What follows belongs to an exercise in optimizing a design on an open flow for small area; a production flow would make more cautious choices. Only the layout flow was run in this run; the RTL was not checked for function there. Power figures rest on the tool's default switching activity, not on a simulated workload.

--- flow/design.v ---
module fb_port (
    input  wire        clk,
    input  wire        rst,               
    input  wire [35:0] time_now,          
    input  wire [3:0]  fb_in,             
    input  wire [1:0]  cfg_mode,          
    input  wire [7:0]  cfg_filt_n,
    input  wire [3:0]  cfg_pol,
    input  wire        cfg_dir,
    input  wire [7:0]  cfg_err_limit,
    input  wire [15:0] cfg_err_decay,     
    input  wire        cfg_alarm_en,
    input  wire [1:0]  cfg_z_mode,
    input  wire [2:0]  cfg_z_gate,
    input  wire [35:0] cfg_index_period,
    input  wire [15:0] cfg_index_tol,
    input  wire [15:0] cfg_hall_ill_t,    
    input  wire        z_arm,
    input  wire        fault_reset,
    input  wire [1:0]  latch_clr,
    output reg  [35:0] pos,
    output reg  [35:0] edge_time,
    output wire [3:0]  lines,
    output reg  [7:0]  hall_sector,
    output reg  [7:0]  err_level,
    output reg  [35:0] err_count,
    output reg  [1:0]  latch,
    output reg  [35:0] index_pos,
    output reg  [35:0] index_time,
    output reg  [35:0] index_count,
    output wire [13:0] status
);
    reg  [6:0] us_cnt;
    wire       us_tick = (us_cnt == 7'd99);
    always @(posedge clk) begin
        if (rst)          us_cnt <= 7'd0;
        else if (us_tick) us_cnt <= 7'd0;
        else              us_cnt <= us_cnt + 7'd1;
    end
    reg  [1:0] mode_q;
    wire       mode_entry = (cfg_mode != mode_q);
    wire       dec_en     = !mode_entry;
    always @(posedge clk) begin
        if (rst) mode_q <= 2'd0;
        else     mode_q <= cfg_mode;
    end
    reg  [3:0]  samp;
    reg  [35:0] t_samp;
    always @(posedge clk) begin
        if (rst) begin
            samp   <= 4'd0;
            t_samp <= 36'd0;
        end else begin
            samp   <= fb_in ^ cfg_pol;
            t_samp <= time_now;
        end
    end
    reg  [3:0]  filt;
    reg  [7:0]  run_cnt   [0:3];
    reg  [35:0] run_start [0:3];
    reg  [3:0]  filt_nx;
    reg  [35:0] stamp [0:3];
    integer     l;
    always @(*) begin
        for (l = 0; l < 4; l = l + 1) begin
            filt_nx[l] = filt[l];
            stamp[l]   = (run_cnt[l] == 8'd0) ? t_samp : run_start[l];
            if (samp[l] != filt[l] && ({1'b0, run_cnt[l]} + 9'd1 >= {1'b0, cfg_filt_n}))
                filt_nx[l] = samp[l];
        end
    end
    always @(posedge clk) begin
        for (l = 0; l < 4; l = l + 1) begin
            if (rst) begin
                run_cnt[l]   <= 8'd0;
                run_start[l] <= 36'd0;
            end else if (samp[l] == filt[l] || filt_nx[l] != filt[l]) begin
                run_cnt[l]   <= 8'd0;
            end else begin
                if (run_cnt[l] == 8'd0)
                    run_start[l] <= t_samp;
                run_cnt[l] <= run_cnt[l] + 8'd1;
            end
        end
    end
    always @(posedge clk) begin
        if (rst) filt <= 4'd0;
        else     filt <= filt_nx;
    end
    assign lines = filt;
    wire [3:0] chg = filt_nx ^ filt;
    wire [1:0] ph_old = {filt[1],    filt[0]    ^ filt[1]};
    wire [1:0] ph_new = {filt_nx[1], filt_nx[0] ^ filt_nx[1]};
    wire [1:0] ph_d   = ph_new - ph_old;
    wire q_mode = dec_en && (cfg_mode == 2'd1);
    wire q_step = q_mode && (ph_d == 2'd1 || ph_d == 2'd3);
    wire q_neg  = (ph_d == 2'd3);
    wire q_err  = q_mode && (ph_d == 2'd2);
    wire [35:0] q_stamp = chg[0] ? stamp[0] : stamp[1];
    reg        hall_invalid;
    reg [15:0] hall_ill_cnt;
    wire [2:0] hcode = {filt_nx[0], filt_nx[1], filt_nx[2]};    
    reg  [2:0] hsec;
    reg        hlegal;
    always @(*) begin
        hlegal = 1'b1;
        case (hcode)
            3'b100:  hsec = 3'd0;
            3'b110:  hsec = 3'd1;
            3'b010:  hsec = 3'd2;
            3'b011:  hsec = 3'd3;
            3'b001:  hsec = 3'd4;
            3'b101:  hsec = 3'd5;
            default: begin hsec = 3'd0; hlegal = 1'b0; end
        endcase
    end
    wire       h_mode   = dec_en && (cfg_mode == 2'd2);
    wire       h_change = h_mode && (chg[2:0] != 3'd0);
    wire       h_none   = (hall_sector == 8'hFF);
    wire [3:0] h_sum    = {1'b0, hsec} + 4'd6 - {1'b0, hall_sector[2:0]};
    wire [3:0] h_mod    = (h_sum >= 4'd6) ? h_sum - 4'd6 : h_sum;
    wire [2:0] h_diff   = h_mod[2:0];    
    wire h_take = h_change && hlegal;
    wire h_step = h_take && !h_none && (h_diff == 3'd1 || h_diff == 3'd5);
    wire h_neg  = (h_diff == 3'd5);
    wire h_err  = h_take && !h_none && (h_diff == 3'd2 || h_diff == 3'd3 || h_diff == 3'd4);
    wire [35:0] h_stamp = chg[0] ? stamp[0] : (chg[1] ? stamp[1] : stamp[2]);
    wire h_ill_now  = h_mode && !hlegal;
    wire h_ill_done = h_ill_now && !h_change && !hall_invalid && us_tick &&
                      ({1'b0, hall_ill_cnt} + 17'd1 >= {1'b0, cfg_hall_ill_t});
    always @(posedge clk) begin
        if (rst || mode_entry || !h_ill_now || h_change || hall_invalid)
            hall_ill_cnt <= 16'd0;
        else if (us_tick)
            hall_ill_cnt <= hall_ill_cnt + 16'd1;
    end
    always @(posedge clk) begin
        if (rst || mode_entry) begin
            hall_sector  <= 8'hFF;
            hall_invalid <= 1'b0;
        end else if (h_take) begin
            hall_sector  <= {5'd0, hsec};
            hall_invalid <= 1'b0;
        end else if (h_ill_done) begin
            hall_sector  <= 8'hFF;
            hall_invalid <= 1'b1;
        end
    end
    wire        step     = q_step || h_step;
    wire        step_neg = (q_step ? q_neg : h_neg) ^ cfg_dir;
    wire        err      = q_err || h_err;
    wire [35:0] pos_nx   = !step ? pos : (step_neg ? pos - 36'd1 : pos + 36'd1);
    reg dir_neg;
    always @(posedge clk) begin
        if (rst) begin
            pos       <= 36'd0;
            edge_time <= 36'd0;
            dir_neg   <= 1'b0;
        end else if (step) begin
            pos       <= pos_nx;
            edge_time <= q_step ? q_stamp : h_stamp;
            dir_neg   <= step_neg;
        end
    end
    reg [15:0] decay_cnt;
    wire       decay_due = (err_level != 8'd0) && us_tick &&
                           ({1'b0, decay_cnt} + 17'd1 >= {1'b0, cfg_err_decay});
    reg [7:0] lvl_dec;
    reg [7:0] lvl_nx;
    always @(*) begin
        lvl_dec = decay_due ? err_level - 8'd1 : err_level;
        lvl_nx  = (err && lvl_dec != 8'hFF) ? lvl_dec + 8'd1 : lvl_dec;
    end
    always @(posedge clk) begin
        if (rst || mode_entry || fault_reset) begin
            err_level <= 8'd0;
            decay_cnt <= 16'd0;
        end else begin
            err_level <= lvl_nx;
            if (err_level == 8'd0 || decay_due)
                decay_cnt <= 16'd0;
            else if (us_tick)
                decay_cnt <= decay_cnt + 16'd1;
        end
    end
    always @(posedge clk) begin
        if (rst)      err_count <= 36'd0;
        else if (err) err_count <= err_count + 36'd1;
    end
    wire alarm     = cfg_alarm_en && (cfg_mode != 2'd0) && filt[3];
    wire lvl_fault = (cfg_err_limit != 8'd0) && (err_level >= cfg_err_limit);
    reg fault, fs_level, fs_alarm;
    always @(posedge clk) begin
        if (rst || mode_entry || fault_reset) begin
            fault    <= 1'b0;
            fs_level <= 1'b0;
            fs_alarm <= 1'b0;
        end else begin
            if (lvl_fault || alarm) fault <= 1'b1;
            if (lvl_fault)          fs_level <= 1'b1;
            if (alarm)              fs_alarm <= 1'b1;
        end
    end
    reg        z_armed, index_seen;
    reg        idx_ref_valid;
    reg [35:0] idx_ref_pos;
    wire z_gate_ok = cfg_z_gate[2] || ({filt_nx[0], filt_nx[1]} == cfg_z_gate[1:0]);
    wire z_qual    = q_mode && chg[2] && filt_nx[2] && z_gate_ok;
    wire z_act     = z_qual && ((cfg_z_mode == 2'd1) || (cfg_z_mode == 2'd2 && z_armed));
    wire dir_change = step && (step_neg != dir_neg);
    wire ref_ok     = idx_ref_valid && !err && !dir_change;
    reg        chk_pend;
    reg [35:0] chk_d;
    always @(posedge clk) begin
        if (rst) begin
            chk_pend <= 1'b0;
            chk_d    <= 36'd0;
        end else begin
            chk_pend <= z_act && (cfg_z_mode == 2'd1) && (cfg_index_period != 36'd0) && ref_ok;
            chk_d    <= pos_nx - idx_ref_pos;
        end
    end
    wire [35:0] d_abs    = chk_d[35] ? -chk_d : chk_d;
    wire [37:0] win_hi   = {2'b00, cfg_index_period} + {22'd0, cfg_index_tol};
    wire [37:0] win_lo   = {2'b00, cfg_index_period} - {22'd0, cfg_index_tol};
    wire        dist_bad = ({2'b00, d_abs} > win_hi) ||
                           (!win_lo[37] && ({2'b00, d_abs} < win_lo));
    wire        dist_set = chk_pend && dist_bad;
    always @(posedge clk) begin
        if (rst) begin
            index_pos   <= 36'd0;
            index_time  <= 36'd0;
            index_count <= 36'd0;
        end else if (z_act) begin
            index_pos   <= pos_nx;
            index_time  <= stamp[2];
            index_count <= index_count + 36'd1;
        end
    end
    always @(posedge clk) begin
        if (rst || mode_entry) begin
            z_armed       <= 1'b0;
            index_seen    <= 1'b0;
            idx_ref_valid <= 1'b0;
            idx_ref_pos   <= 36'd0;
        end else begin
            if (z_arm && cfg_z_mode == 2'd2)
                z_armed <= 1'b1;
            else if (z_act && cfg_z_mode == 2'd2)
                z_armed <= 1'b0;
            if (z_act) begin
                index_seen    <= 1'b1;
                idx_ref_valid <= 1'b1;
                idx_ref_pos   <= pos_nx;
            end else if (err || dir_change) begin
                idx_ref_valid <= 1'b0;
            end
        end
    end
    always @(posedge clk) begin
        if (rst) latch <= 2'd0;
        else     latch <= (latch & ~latch_clr) | {dist_set, err};
    end
    assign status = {fs_alarm, fs_level, 3'b000, 1'b0, alarm, index_seen, z_armed,
                     hall_invalid, fault, dir_neg, 2'b00};
endmodule
--- flow/run.sh ---
#!/bin/bash
# synth_recipe.tcl (not shown) runs the flow's synth.tcl, then flattens the netlist and writes it again
# the make line also repeats each setting of config.mk as NAME=value (left out here)
make -C /OpenROAD-flow-scripts/flow DESIGN_CONFIG=/design/flow/config.mk WORK_HOME=/design/flow/orfs CLKGATE_MAP_FILE= SYNTH_SCRIPT=/design/flow/synth_recipe.tcl finish
--- flow/config.mk ---
export PLATFORM = sky130hd
export DESIGN_NAME = fb_port
export DESIGN_NICKNAME = fb_port
export VERILOG_FILES = /design/flow/design.v
export SDC_FILE = /design/flow/constraint.sdc
export NUM_CORES = 4
export LEC_CHECK = 0
export CAP_MARGIN = 20
export CORE_MARGIN = 2
export CORE_UTILIZATION = 40
export SLEW_MARGIN = 20
--- flow/constraint.sdc ---
create_clock -name core_clock -period 12.0 [get_ports {clk}]
set_input_delay 2.4000 -clock core_clock [delete_from_list [all_inputs] [get_ports {clk}]]
set_output_delay 2.4000 -clock core_clock [all_outputs]
set_load 0.01 [all_outputs]
==> run summary <==
## power breakdown
part           switching, mW  internal, mW
Sequential            0.0230          1.80
Clock                  0.805          1.26
Combinational          0.247         0.178
Total                   1.08          3.24
## sequential cells by signal (all words and copies together), names as in the netlist, 2 cells and up
register,cells
run_start,108
hall_sector,4
mode_q,2
us_cnt,7
index_count,36
decay_cnt,16
latch,2
samp,4
run_cnt,32
index_pos,36
pos,36
filt,4
chk_d,36
err_count,36
err_level,8
idx_ref_pos,36
index_time,36
hall_ill_cnt,16
t_samp,36
edge_time,36
## area by class of cell
cell class	instances	area [µm²]	area share, %
multi-input cells	2948	19050	49.48
flip-flops and latches	536	10730	27.87
repair buffers	460	4469	11.61
clock buffers	80	1737	4.511
well taps	1040	1301	3.380
inverters	179	671.9	1.745
clock inverters	33	533.0	1.384
diodes	3	7.507	0.01950
## repair_timing
item                                    in CTS  in global routing
resized for setup                            0                  8
setup buffers                                0                  1
endpoints found under the setup margin       0                 11
## synthesized netlist by cell type, drive strengths merged, types with 28 or more instances
cell type    n  area share [%]
o21ai       99             1.6
nand4       46            0.95
a21o        87             2.1
and3        65             1.3
dfxtp      536              34
a211oi      93             2.2
and2        29            0.58
inv        178             2.1
nand2b      35            0.70
or3         33            0.66
nor3        87             1.4
ha         266              11
nand3       96             1.6
o211ai      50             1.2
o22ai       37            0.74
buf         28            0.56
clkbuf     165             2.0
a21oi      349             5.6
xnor2      179             5.0
mux2i       51             1.7
nand2      456             5.5
xor2       149             4.2
nor2b       81             1.6
nor4        28            0.61
nor2       421             5.1
## through the flow
step	instances	hold WS (ns)
floorplan	3856	0.4130
detailed placement	5162	0.4389
finish	5279	0.4437
global placement	5162	0.4315
global route	5278	0.4704
CTS	5275	0.4470
## path summary, 6_finish.rpt
| kind | from | to | slack [ns] | cells past startpoint |
|---|---|---|---|---|
| max | cfg_filt_n[4] | chk_d[34] | 0.85 | 43 |
| min | us_cnt[0] | us_cnt[0] | 0.44 | 1 |
| max reg2reg | run_cnt[0][0] | chk_d[34] | 1.96 | 45 |
| min reg2reg | us_cnt[0] | us_cnt[0] | 0.44 | 1 |
## routing by layer
metal	vias up	track usage [%]
met5	-	0
met4	2	6.173
met3	121	5.030
met2	606	40.04
met1	12970	29.89
li1	14040	-
## critical path, delay by kind of cell
kind / cells / cell delay [ns]
and+or+nand+nor: 7 / 0.80
AOI/OAI and AO/OA: 20 / 4.68
muxes: 1 / 0.15
adders and majority gates: 6 / 1.94
buffers and inverters: 6 / 1.06
xor gates and xnor gates: 3 / 0.61
## cell usage in the layout, fill, tap and decap left out, types with 10 or more instances in the layout
| cell type | count |
|---|---|
| nor4b_1 | 12 |
| nand3_1 | 94 |
| nor4_1 | 26 |
| clkbuf_8 | 16 |
| o22ai_1 | 37 |
| xnor2_1 | 179 |
| a21oi_1 | 349 |
| nand4_1 | 45 |
| nor3_1 | 83 |
| and3_1 | 64 |
| buf_4 | 56 |
| dfxtp_1 | 536 |
| bufinv_16 | 11 |
| clkinv_2 | 11 |
| clkdlybuf4s50_1 | 403 |
| a21o_1 | 87 |
| o21bai_1 | 16 |
| nand2b_1 | 35 |
| o31ai_1 | 19 |
| clkbuf_16 | 60 |
| mux2i_1 | 50 |
| a211oi_1 | 92 |
| xor2_1 | 148 |
| nor2_1 | 419 |
| inv_1 | 177 |
| or2_2 | 14 |
| a31oi_1 | 16 |
| o211ai_1 | 50 |
| nor2b_1 | 81 |
| and2_1 | 29 |
| nand2_1 | 455 |
| o21ai_0 | 97 |
| or3_1 | 32 |
| ha_1 | 266 |
| or4_1 | 10 |
## cell families (layout without fill, tap and decap cells)
| group | Yosys count | count (layout) |
|---|---|---|
| AOI/OAI and AO/OA | 849 | 849 |
| xor gates and xnor gates | 329 | 329 |
| adders and majority gates | 271 | 271 |
| buffers and inverters | 372 | 752 |
| DFF | 536 | 536 |
| muxes | 56 | 56 |
| other | 1 | 9 |
| and+or+nand+nor | 1437 | 1437 |
==> results.toml <==
[status]
status = "complete, no violations"

[floorplanning]
ios = 411
std_cell_rows = 102
fp.dieH_um = 282.8
start_util_pct = 40.28
die_width_um = 282.8
core_area_um2 = 77210
dieArea_um2 = 80000

[setup_path]
start_kind = "input port"
path_max_fanout = 16
critPathMaxStageDelay_ns = 0.54
crit_required_ns = 12.48
critPathKind = "input port to flip-flop"
cp_slowest_cell = "fa_1"
crit_top_cell = "ha_1"
cp_data_arrival_time_ns = 11.63
crit_path_end_kind = "flip-flop"

[detailed_routing]
wl_met2_um = 45270
highest_layer = "met5"
vias = 27740
drcViolationCount = 0
met3_length_um = 5993
firstDrtPassIters = 5
via_per_inst = 5.254
drt_iter0_markers = 1618
routed_wl_um = 96580
wl_per_cell_um = 18.29
ant_nets = 0
wl_met1_um = 43270

[run]
maxCapViolCount = 0

[synth]
synthesis.area_um2 = 31100
async_flop_share_pct = 0
avgSynthCellArea_um2 = 8.076
synth_edf_count = 0
ys_ff_latch = 536
synthMuxAreaShare_pct = 1.834
synth_top_family_by_area = "simple AND/OR/NAND/NOR gates"
yosys.area_share.adder_pct = 11.02
synth_compound_area_share_pct = 17.03
synth_cells = 3851
synth_cell_types = 80
synth_xor_area_share_pct = 9.309
ys_seq_area_share_pct = 34.50
synthSimpleGateAreaFrac_pct = 21.57
synth_top_flop_cell = "dfxtp_1"
yosysWarnings = 4

[finish]
final_area_um2 = 38500
area_delta_synth_final_pct = 23.78
fill_cells = 7517
utilization_pct = 49.86
nets = 4615
drive_gt1_share_pct = 5.264

[power_and_ir_drop]
ir_drop_v = 0.0001168
p_per_area_nw_per_um2 = 112.2
finalPower_mw = 4.319
leakage_nw = 15.58

[clock_network]
cts_inserted_buffers = 60
cts.clk_slew.worst_paths_ns = 0.06
htreeDepth = 2
cts.sinks = 536
cts.path.max_buffers = 3
clock_latency_ns = 0.68
cts_tree = "done"
cts_root_buf = "clkbuf_16"
cts_hold_buf = 0

[global_routing]
grt_start_max_net_pins = 90
grt_usage_pct = 23.46
grt_pass1_vias = 26580
antenna_found_initial = 4
grt_overflow = 0
grt_pass1_wl_um = 148300

[sta]
fin_tns_setup_ns = 0
setup_viol_count_final = 0
slew_violations = 0
min_period_ns = 11.15
min_period_over_period_pct = 92.91
layout_setup_ws_ns = 0.8513
rsz0062_at_grt = "false"
tightest_slew_ns = 1.180
fin_skew_ns = 0.08061
fmax_mhz = 89.70
hold_viol = 0
max_slew_margin_pct = 19.31

[placement]
hpwl_um = 69610
routabilityCongestion = 0.8999
port_buffers = 404
placed_cell_area_um2 = 36180
post-place-ws_ns = -0.2570

[worst_hold_path]
holdCritPathClass = "flip-flop to flip-flop"

## static timing again, ports no longer ideal
How much do the figures lean on ideal ports? The routed layout below was timed once more, with nothing changed but the port constraints.
Step 1, drivers: a clkbuf_16 drives clk and a buf_2 each remaining input, both assumed.
Step 2 also shifts input and output timing later by t, the mid clock arrival at the registers, as if the neighbouring blocks saw the same clock.
Three values: no drivers, after step 1, after step 2; two values: the first two.
shift t [ns]: 0.702
setup slack, ns: 0.851 / 0.895 / 0.194
worst hold slack (ns): 0.444 / 0.444 / 0.444
latest minus earliest clock arrival (ns): 0.085 / 0.085
After both steps this run still meets setup and hold. For this run, drivers alone change the setup slack by +0.044 ns; drivers and shift together by -0.657 ns.
